Background: an optimization exercise with open tools, aiming at small area and a short achievable clock period. Do not read the settings as production practice. Only simulation tests tie the RTL to the original design; equivalence was not proved.

File: design/flow/design.v
module tt_fpu (
    input             clk,
    input             rst,
    input             in_valid,
    input      [3:0]  in_op,
    input      [2:0]  in_cond,
    input             in_pred,
    input      [31:0] in_a,
    input      [31:0] in_b,
    input      [31:0] in_d,
    output reg        out_valid,
    output reg [31:0] out_result,
    output reg [3:0]  out_flags
);
    localparam [3:0] OP_FADD  = 4'h1;
    localparam [3:0] OP_FSUB  = 4'h2;
    localparam [3:0] OP_FMUL  = 4'h3;
    localparam [3:0] OP_FMA   = 4'h4;
    localparam [3:0] OP_FMS   = 4'h5;
    localparam [3:0] OP_FMIN  = 4'h6;
    localparam [3:0] OP_FMAX  = 4'h7;
    localparam [3:0] OP_FABS  = 4'h8;
    localparam [3:0] OP_FNEG  = 4'h9;
    localparam [3:0] OP_FCVTI = 4'hA;
    localparam [3:0] OP_FCVTF = 4'hB;
    localparam [3:0] OP_FCMP  = 4'hC;
    localparam [3:0] OP_FSEL  = 4'hF;
    localparam [3:0] F_INVALID   = 4'd1;
    localparam [3:0] F_DIVZERO   = 4'd2;
    localparam [3:0] F_OVERFLOW  = 4'd4;
    localparam [3:0] F_UNDERFLOW = 4'd8;
    localparam [31:0] QNAN = 32'h7FC0_0000;
    reg        v0;
    reg [3:0]  op0;
    reg [2:0]  cond0;
    reg        pred0;
    reg [31:0] a0, b0, d0;
    always @(posedge clk) begin
        if (rst)
            v0 <= 1'b0;
        else
            v0 <= in_valid;
        op0   <= in_op;
        cond0 <= in_cond;
        pred0 <= in_pred;
        a0    <= in_a;
        b0    <= in_b;
        d0    <= in_d;
    end
    wire a_zero = (a0[30:23] == 8'h00);
    wire b_zero = (b0[30:23] == 8'h00);
    wire a_nan  = (a0[30:23] == 8'hFF) && (a0[22:0] != 0);
    wire b_nan  = (b0[30:23] == 8'hFF) && (b0[22:0] != 0);
    wire a_snan = a_nan && !a0[22];
    wire b_snan = b_nan && !b0[22];
    wire [31:0] a_fl = a_zero ? {a0[31], 31'd0} : a0;
    wire [31:0] b_fl = b_zero ? {b0[31], 31'd0} : b0;
    wire [31:0] a_key = a_fl[31] ? ~a_fl : (a_fl ^ 32'h8000_0000);
    wire [31:0] b_key = b_fl[31] ? ~b_fl : (b_fl ^ 32'h8000_0000);
    reg [31:0] mm_res;
    reg [3:0]  mm_flags;
    always @* begin
        mm_flags = (a_snan || b_snan) ? F_INVALID : 4'd0;
        if (a_nan && b_nan)
            mm_res = QNAN;
        else if (a_nan)
            mm_res = b_fl;
        else if (b_nan)
            mm_res = a_fl;
        else if (op0 == OP_FMAX)
            mm_res = (a_key >= b_key) ? a_fl : b_fl;
        else
            mm_res = (a_key <= b_key) ? a_fl : b_fl;
    end
    reg [31:0] sgn_res;
    always @* begin
        if (a_nan)
            sgn_res = QNAN;
        else if (op0 == OP_FABS)
            sgn_res = {1'b0, a_fl[30:0]};
        else
            sgn_res = {~a_fl[31], a_fl[30:0]};
    end
    reg        cmp_bit;
    reg [3:0]  cmp_flags;
    wire       cmp_eq = (a_fl[30:0] == 31'd0 && b_fl[30:0] == 31'd0) || (a_fl == b_fl);
    wire       cmp_lt = !cmp_eq && (a_key < b_key);
    always @* begin
        if (a_nan || b_nan) begin
            cmp_bit   = (cond0 == 3'd1) || (cond0 == 3'd4);
            cmp_flags = (a_snan || b_snan || cond0 == 3'd2 || cond0 == 3'd3) ? F_INVALID : 4'd0;
        end else begin
            cmp_flags = 4'd0;
            case (cond0)
                3'd0:    cmp_bit = cmp_eq;
                3'd1:    cmp_bit = !cmp_eq;
                3'd2:    cmp_bit = cmp_lt;
                3'd3:    cmp_bit = !cmp_lt;
                default: cmp_bit = 1'b0;
            endcase
        end
    end
    reg [31:0] ci_mag;
    reg [5:0]  ci_lz;
    reg [31:0] ci_norm;
    reg [24:0] ci_rnd;
    reg [7:0]  ci_exp;
    reg [31:0] ci_res;
    integer    i;
    always @* begin
        ci_mag = a0[31] ? (~a0 + 32'd1) : a0;
        ci_lz = 6'd32;
        for (i = 0; i < 32; i = i + 1)
            if (ci_mag[i])
                ci_lz = 6'd31 - i[5:0];
        ci_norm = ci_mag << ci_lz[4:0];
        ci_rnd = {1'b0, ci_norm[31:8]} +
                 {24'd0, ci_norm[7] & ((|ci_norm[6:0]) | ci_norm[8])};
        ci_exp = 8'd158 - {2'b00, ci_lz};
        if (ci_mag == 32'd0)
            ci_res = 32'd0;
        else if (ci_rnd[24])
            ci_res = {a0[31], ci_exp + 8'd1, 23'd0};
        else
            ci_res = {a0[31], ci_exp, ci_rnd[22:0]};
    end
    reg [31:0] cf_res;
    reg [3:0]  cf_flags;
    reg [55:0] cf_shr;
    reg [32:0] cf_mag;
    reg [7:0]  cf_rsh;
    always @* begin
        cf_shr = 56'd0;
        cf_mag = 33'd0;
        cf_rsh = 8'd150 - a0[30:23];
        if (a0[30:23] >= 8'd150) begin
            cf_mag = {9'd0, 1'b1, a0[22:0]} << (a0[30:23] - 8'd150);
        end else begin
            cf_shr = {1'b1, a0[22:0], 32'd0} >> ((cf_rsh > 8'd56) ? 8'd56 : cf_rsh);
            cf_mag = {9'd0, cf_shr[55:32]} +
                     {32'd0, cf_shr[31] & ((|cf_shr[30:0]) | cf_shr[32])};
        end
        if (a_nan) begin
            cf_res = 32'd0;
            cf_flags = F_INVALID;
        end else if (a_zero) begin
            cf_res = 32'd0;
            cf_flags = 4'd0;
        end else if (a0[30:23] > 8'd158) begin
            cf_res = a0[31] ? 32'h8000_0000 : 32'h7FFF_FFFF;
            cf_flags = F_INVALID;
        end else if (!a0[31] && cf_mag > 33'h0_7FFF_FFFF) begin
            cf_res = 32'h7FFF_FFFF;
            cf_flags = F_INVALID;
        end else if (a0[31] && cf_mag > 33'h0_8000_0000) begin
            cf_res = 32'h8000_0000;
            cf_flags = F_INVALID;
        end else begin
            cf_res = a0[31] ? (~cf_mag[31:0] + 32'd1) : cf_mag[31:0];
            cf_flags = 4'd0;
        end
    end
    reg [31:0] fz, fx, fy;
    reg        fneg;
    always @* begin
        fz = d0;
        fx = a0;
        fy = b0;
        fneg = 1'b0;
        case (op0)
            OP_FADD: begin fz = a0; fx = b0; fy = 32'h3F80_0000; end
            OP_FSUB: begin fz = a0; fx = b0; fy = 32'h3F80_0000; fneg = 1'b1; end
            OP_FMUL: begin fz = 32'h8000_0000; end
            OP_FMS:  begin fneg = 1'b1; end
            default: ;
        endcase
    end
    wire z_zero = (fz[30:23] == 8'h00);
    wire x_zero = (fx[30:23] == 8'h00);
    wire y_zero = (fy[30:23] == 8'h00);
    wire z_inf  = (fz[30:23] == 8'hFF) && (fz[22:0] == 0);
    wire x_inf  = (fx[30:23] == 8'hFF) && (fx[22:0] == 0);
    wire y_inf  = (fy[30:23] == 8'hFF) && (fy[22:0] == 0);
    wire z_nan  = (fz[30:23] == 8'hFF) && (fz[22:0] != 0);
    wire x_nan  = (fx[30:23] == 8'hFF) && (fx[22:0] != 0);
    wire y_nan  = (fy[30:23] == 8'hFF) && (fy[22:0] != 0);
    wire any_snan = (z_nan && !fz[22]) || (x_nan && !fx[22]) || (y_nan && !fy[22]);
    wire zs = fz[31];
    wire ps = fx[31] ^ fy[31] ^ fneg;
    wire p_zero = x_zero || y_zero;
    wire [23:0] mz = z_zero ? 24'd0 : {1'b1, fz[22:0]};
    wire [23:0] mx = x_zero ? 24'd0 : {1'b1, fx[22:0]};
    wire [23:0] my = y_zero ? 24'd0 : {1'b1, fy[22:0]};
    wire [47:0] mp = mx * my;
    wire signed [11:0] ep = $signed({4'd0, fx[30:23]}) + $signed({4'd0, fy[30:23]}) - 12'sd300;
    wire signed [11:0] ez = $signed({4'd0, fz[30:23]}) - 12'sd174;
    reg         z_big;
    reg  [47:0] big_m, small_m;
    reg         big_s, small_s;
    reg  signed [11:0] e_big;
    reg  signed [11:0] diff;
    reg [199:0] small_sh;
    reg  [99:0] big_w, small_w;
    reg         sticky;
    reg [101:0] sum;
    reg         sum_s;
    reg [100:0] sum_mag;
    reg   [6:0] lz;
    reg [100:0] norm;
    reg  [24:0] rnd;
    reg  signed [11:0] e_res;
    reg  [31:0] fma_res;
    reg  [3:0]  fma_flags;
    integer     k;
    always @* begin
        z_big   = p_zero || (!z_zero && (ez >= ep));
        big_m   = z_big ? {mz, 24'd0} : mp;
        small_m = z_big ? mp : {mz, 24'd0};
        big_s   = z_big ? zs : ps;
        small_s = z_big ? ps : zs;
        e_big   = z_big ? ez : ep;
        diff    = z_big ? (ez - ep) : (ep - ez);
        big_w = {big_m, 52'd0};
        if (diff < 0 || diff > 12'sd100) begin
            small_sh = {100'd0, 100'd0};
            small_w  = 100'd0;
            sticky   = (small_m != 48'd0);
        end else begin
            small_sh = {small_m, 52'd0, 100'd0} >> diff[6:0];
            small_w  = small_sh[199:100];
            sticky   = (small_sh[99:0] != 100'd0);
        end
        small_w[0] = small_w[0] | sticky;
        if (big_s == small_s)
            sum = {2'b00, big_w} + {2'b00, small_w};
        else
            sum = {2'b00, big_w} - {2'b00, small_w};
        if (sum[101]) begin
            sum_mag = ~sum[100:0] + 101'd1;
            sum_s   = small_s;
        end else begin
            sum_mag = sum[100:0];
            sum_s   = big_s;
        end
        lz = 7'd0;
        for (k = 0; k <= 100; k = k + 1)
            if (sum_mag[k])
                lz = 7'd100 - k[6:0];
        norm = sum_mag << lz;
        rnd = {1'b0, norm[100:77]} +
              {24'd0, norm[76] & ((|norm[75:0]) | norm[77])};
        e_res = e_big - 12'sd52 + (12'sd100 - $signed({5'd0, lz}));
        if (rnd[24])
            e_res = e_res + 12'sd1;
        if (z_nan || x_nan || y_nan) begin
            fma_res   = QNAN;
            fma_flags = any_snan ? F_INVALID : 4'd0;
        end else if ((x_inf && y_zero) || (y_inf && x_zero)) begin
            fma_res   = QNAN;
            fma_flags = F_INVALID;
        end else if ((x_inf || y_inf) && z_inf && (ps != zs)) begin
            fma_res   = QNAN;
            fma_flags = F_INVALID;
        end else if (x_inf || y_inf) begin
            fma_res   = {ps, 31'h7F80_0000};
            fma_flags = 4'd0;
        end else if (z_inf) begin
            fma_res   = {zs, 31'h7F80_0000};
            fma_flags = 4'd0;
        end else if (sum_mag == 101'd0) begin
            fma_res   = {zs & ps, 31'd0};
            fma_flags = 4'd0;
        end else if (e_res > 12'sd127) begin
            fma_res   = {sum_s, 31'h7F80_0000};
            fma_flags = F_OVERFLOW;
        end else if (e_res < -12'sd126) begin
            fma_res   = {sum_s, 31'd0};
            fma_flags = F_UNDERFLOW;
        end else begin
            fma_res   = {sum_s, e_res[7:0] + 8'd127, rnd[24] ? 23'd0 : rnd[22:0]};
            fma_flags = 4'd0;
        end
    end
    reg [31:0] res;
    reg [3:0]  flags;
    always @* begin
        case (op0)
            OP_FADD, OP_FSUB, OP_FMUL, OP_FMA, OP_FMS: begin res = fma_res; flags = fma_flags; end
            OP_FMIN, OP_FMAX:  begin res = mm_res;  flags = mm_flags; end
            OP_FABS, OP_FNEG:  begin res = sgn_res; flags = 4'd0; end
            OP_FCVTI:          begin res = ci_res;  flags = 4'd0; end
            OP_FCVTF:          begin res = cf_res;  flags = cf_flags; end
            OP_FCMP:           begin res = {31'd0, cmp_bit}; flags = cmp_flags; end
            OP_FSEL:           begin res = pred0 ? a0 : b0; flags = 4'd0; end
            default:           begin res = 32'd0;   flags = 4'd0; end
        endcase
    end
    always @(posedge clk) begin
        if (rst)
            out_valid <= 1'b0;
        else
            out_valid <= v0;
        out_result <= res;
        out_flags  <= flags;
    end
endmodule
File: design/flow/run.sh
#!/bin/bash
# synth_recipe.tcl (not shown) runs the flow's synth.tcl, then flattens the netlist and writes it again
# the make line also repeats each setting of config.mk as NAME=value (left out here)
make -C /OpenROAD-flow-scripts/flow DESIGN_CONFIG=/design/flow/config.mk WORK_HOME=/design/flow/orfs CLKGATE_MAP_FILE= SYNTH_SCRIPT=/design/flow/synth_recipe.tcl finish
File: design/flow/config.mk
export PLATFORM = sky130hd
export DESIGN_NAME = tt_fpu
export DESIGN_NICKNAME = tt_fpu
export VERILOG_FILES = /design/flow/design.v
export SDC_FILE = /design/flow/constraint.sdc
export NUM_CORES = 4
export LEC_CHECK = 0
export ABC_CLOCK_PERIOD_IN_PS = 20000
export CAP_MARGIN = 20
export CORE_MARGIN = 2
export CORE_UTILIZATION = 30
export SETUP_SLACK_MARGIN = 1.0
export SLEW_MARGIN = 20
File: design/flow/constraint.sdc
create_clock -name core_clock -period 25.0 [get_ports {clk}]
set_input_delay 5.0000 -clock core_clock [delete_from_list [all_inputs] [get_ports {clk}]]
set_output_delay 5.0000 -clock core_clock [all_outputs]
set_load 0.01 [all_outputs]
==> notes.md <==
Hold path
The startpoint identified for the worst hold timing path is v0. The path class of the tightest hold or removal check is reg -> reg. Counting instances, the worst hold path has a depth of 1.

Placed design
The HPWL reported at the end of detailed placement is 324,000 µm. The number of I/O port buffers is 142. The global placement routability congestion is 1.11.

Worst setup path
The critical path start-end classification is reg -> reg. Among all stages on the critical path, the largest delay is contributed by sky130_fd_sc_hd__a2111oi_0. The most critical setup path has its endpoint at out_result[14]. The element type at the critical path start is a flop.

The worst reg-to-reg setup slack is 1430 ps. The cell that appears most often on the critical path is sky130_fd_sc_hd__fa_1. The maximum fanout encountered on the critical timing path is 23. The largest single stage delay on the critical path is 970 ps. Counting cells, the worst reg-to-reg path comes to 65.

Tracing the worst setup path back leads to its startpoint at op0[1]. In this run the critical register-to-register path is captured at out_result[14]. The reg-to-reg critical path startpoint is op0[1]. The nature of the critical path endpoint is a flop. Data arrives at the worst endpoint at 24,010 ps. At the worst endpoint, the required time is 25,440 ps.

Floorplanning
The die is 492 µm wide. For this design the top-level I/O count stands at 144. The number of standard-cell rows in the floorplan is 179. The starting utilization of the core area is 0.301. The total die area is 242,000 µm². The standard cell core area is 237,000 µm². The die is 492 µm tall.

Route
The overall routed net length is 404,000 µm. The routed layout has 85,692 vias. The number of DRC violations after detailed routing is 0. The antenna violation net count after detailed routing is 0. After detailed routing, the number of vias per cell comes to 6.42. The first-iteration detailed-routing DRC count is 13,001.

The pre-antenna-repair detailed-routing pass consisted of 10 iterations. In the final routed layout, each cell accounts on average for 30.3 µm.

Timing
The total of endpoints with negative setup slack in the final report is 0. The number of pins exceeding their max-slew limit in the final report is 0. On the final layout, the worst hold slack is 445 ps.

For the final routed database, the setup TNS stands at 0 ps. Setup repair after global routing left no endpoint under its margin. The worst-case headroom to the max-slew limit is 0.142.

At the pin with the least slew margin, the transition time is 1270 ps. The final critical-path share of the clock period is 0.943. The maximum frequency from static timing analysis is 42.4 MHz. The number of failing hold endpoints at the final stage came to 0.

The clock period minus final worst setup slack is 23,570 ps. The final clock skew is 20.2 ps.

Finish
The library cell used most frequently in the layout, excluding fill and tap cells, is sky130_fd_sc_hd__nand2_1. The final layout contains 11,120 nets. Of the cells placed in the final design, the portion with a size suffix greater than 1 is 0.0874. The synthesis-to-layout area growth is 9.81%.

The library cells used most frequently in the layout, excluding fill and tap cells, are 1,171 x sky130_fd_sc_hd__nand2_1, 1,097 x sky130_fd_sc_hd__nor2_1, 813 x sky130_fd_sc_hd__inv_1.

Clock network
TritonCTS built the clock tree. The number of buffers created by CTS is 17. The H-tree depth is 4. The number of clock sinks seen by CTS is 141. The clock passes through at most 2 buffers. The cell sitting at the root of the clock tree is a sky130_fd_sc_hd__clkbuf_16. The number of hold buffers added after cts is 0. After clock tree synthesis, the clock-pin slew on the worst setup and hold paths is 70 ps. For the worst-skew pair, the clock arrives at the later sink with an insertion delay of 520 ps.

Logic synthesis
The most used flip-flop cell after synthesis is sky130_fd_sc_hd__dfxtp_1. The sequential fraction of the synthesis area is 0.0396. For this run, the number of Yosys warnings is 1. The cell area that synthesis handed to floorplanning was 71,400 µm². Synthesis produced a netlist whose cell count is 10,294. Yosys mapped a number of flops with a built-in enable equal to 0. The post-synthesis async set-or-reset flop share is 0. Dividing the synthesized area by the synthesized cell count gives 6.93 µm². Counting flops and latches in the post-synthesis netlist gives 141. The number of library cell types mapped by synthesis is 136.

Global route
The first global-routing pass estimated 573,000 µm of wire. The initial antenna violation count came to 34. The aggregate global routing overflow is 0.

The global-route total usage across every layer is 0.318. The number of global-route vias before repair came to 79,165. Entering global routing, the biggest net connects 68 pins.

Run
Across the run, the number of max-cap violations was 0.

Run status
The run finished with no timing, DRC or antenna violations.
==> worst max-delay path, delay by kind of cell (launching register included) <==
family	cells	cell delay (ps)
xor+xnor	3	970
buf+inv	10	1420
simple gates	24	8840
fa+ha+maj	9	4330
mux	1	920
flops	1	530
compound gates	18	6420
==> cells in the mapped netlist (64+ instances only) <==
master | number | area share
sky130_fd_sc_hd__nand3_1 | 318 | 0.022
sky130_fd_sc_hd__inv_1 | 820 | 0.043
sky130_fd_sc_hd__a211oi_1 | 114 | 0.012
sky130_fd_sc_hd__or2_2 | 65 | 0.0057
sky130_fd_sc_hd__or3_1 | 95 | 0.0083
sky130_fd_sc_hd__o31ai_1 | 98 | 0.010
sky130_fd_sc_hd__buf_2 | 117 | 0.0082
sky130_fd_sc_hd__clkbuf_1 | 511 | 0.027
sky130_fd_sc_hd__o22ai_1 | 148 | 0.013
sky130_fd_sc_hd__dfxtp_1 | 141 | 0.040
sky130_fd_sc_hd__nor4_1 | 90 | 0.0079
sky130_fd_sc_hd__nand2b_1 | 106 | 0.0093
sky130_fd_sc_hd__o21ai_0 | 536 | 0.038
sky130_fd_sc_hd__and3_1 | 88 | 0.0077
sky130_fd_sc_hd__xnor2_1 | 266 | 0.033
sky130_fd_sc_hd__a21oi_1 | 559 | 0.039
sky130_fd_sc_hd__xor2_1 | 172 | 0.021
sky130_fd_sc_hd__ha_1 | 379 | 0.066
sky130_fd_sc_hd__a22oi_1 | 81 | 0.0085
sky130_fd_sc_hd__o211ai_1 | 131 | 0.014
sky130_fd_sc_hd__fa_1 | 487 | 0.14
sky130_fd_sc_hd__mux2i_1 | 288 | 0.040
sky130_fd_sc_hd__mux2_2 | 66 | 0.010
sky130_fd_sc_hd__o21a_1 | 64 | 0.0067
sky130_fd_sc_hd__nor2_1 | 1100 | 0.058
sky130_fd_sc_hd__nand4_1 | 156 | 0.014
sky130_fd_sc_hd__nand2_1 | 1177 | 0.062
sky130_fd_sc_hd__a31oi_1 | 122 | 0.011
sky130_fd_sc_hd__and2_1 | 134 | 0.012
sky130_fd_sc_hd__buf_1 | 83 | 0.0044
sky130_fd_sc_hd__a21o_1 | 107 | 0.011
sky130_fd_sc_hd__o221ai_1 | 64 | 0.0079
sky130_fd_sc_hd__nor3_1 | 276 | 0.019
==> area by class of cell <==
class                      count  area, µm²
antenna                       16       40.0
clock buffer                  18        429
clock inverter                13        155
fill                       25881     159000
inverter                     831       3160
multi-input combinational   8578      62900
sequential                   141       2830
tap                         3167       3960
timing repair buffer         578       4840
==> per-stage QoR <==
stage          setup slack [ps]  instances   util  area, µm²
6_report                   1430      13342  0.330      78400
5_1_grt                     983      13331  0.330      78300
4_1_cts                    1000      13304  0.328      77800
3_5_place_dp                662      13272  0.325      77100
3_3_place_gp                329      13271  0.325      77100
2_1_floorplan              2990      10297      -      71400
==> flip-flops by register name, summed over array words and instances, names as in the netlist <==
register and count:
a0 32, b0 32, cond0 3, d0 32
op0 4, out_flags 3, out_result 32, out_valid 1
pred0 1, v0 1
==> metal layers <==
layer  vias to the layer above  routed length (µm)  track usage
met5                         -                 147            0
met4                        22               36700        0.228
met3                      1530               49100       0.0816
met2                      6112              167000        0.470
met1                     41080              151000        0.399
li1                      36948                   -            -
==> cells by family after synthesis <==
logic type,after synthesis,synth area share
and+or+nand+nor,3896,0.260
AOI/OAI and AO/OA,2976,0.292
buffers and inverters,1581,0.0880
adders and majority gates,866,0.203
xor gates and xnor gates,440,0.0543
muxes,392,0.0622
DFF,141,0.0396
other,2,0.000105
==> worst min-delay path by stage <==
stage | end | slack, ps
global placement | out_valid | 420
floorplan | out_valid | 410
finish | out_valid | 450
global route | out_valid | 470
detailed placement | out_valid | 420
CTS | out_valid | 450
==> timing repair <==
action,in CTS,in global routing
gates resized for setup,13,69
pin swaps,0,5
cloned,1,2
endpoints found under the setup margin,27,33
buffers inserted,0,19

[afterwards: timing with drivers on the ports]
Ports are ideal in the flow. The routed layout listed here was re-timed in OpenROAD.
Step 1 sets driving cells, clkbuf_16 on the clock port and buf_2 on the other inputs (assumed; they add their load-dependent delay and slew).
Step 2 adds t to the input delays and takes it off the output delays; t is the mean of the earliest and latest rising clock arrival at the registers after step 1. Input paths then give back, and output paths get back, about the clock's delay inside the block.
a / b / c = ideal / step 1 / step 2; a / b = the first two.
t, ns: 0.583
setup WS [ns]: 1.428 / 1.428 / 1.428
worst hold slack (ns): 0.445 / 0.445 / 0.445
After both steps setup and hold are still met in this run. For this run, drivers alone change the setup slack by 0.000 ns; drivers and shift together by 0.000 ns.
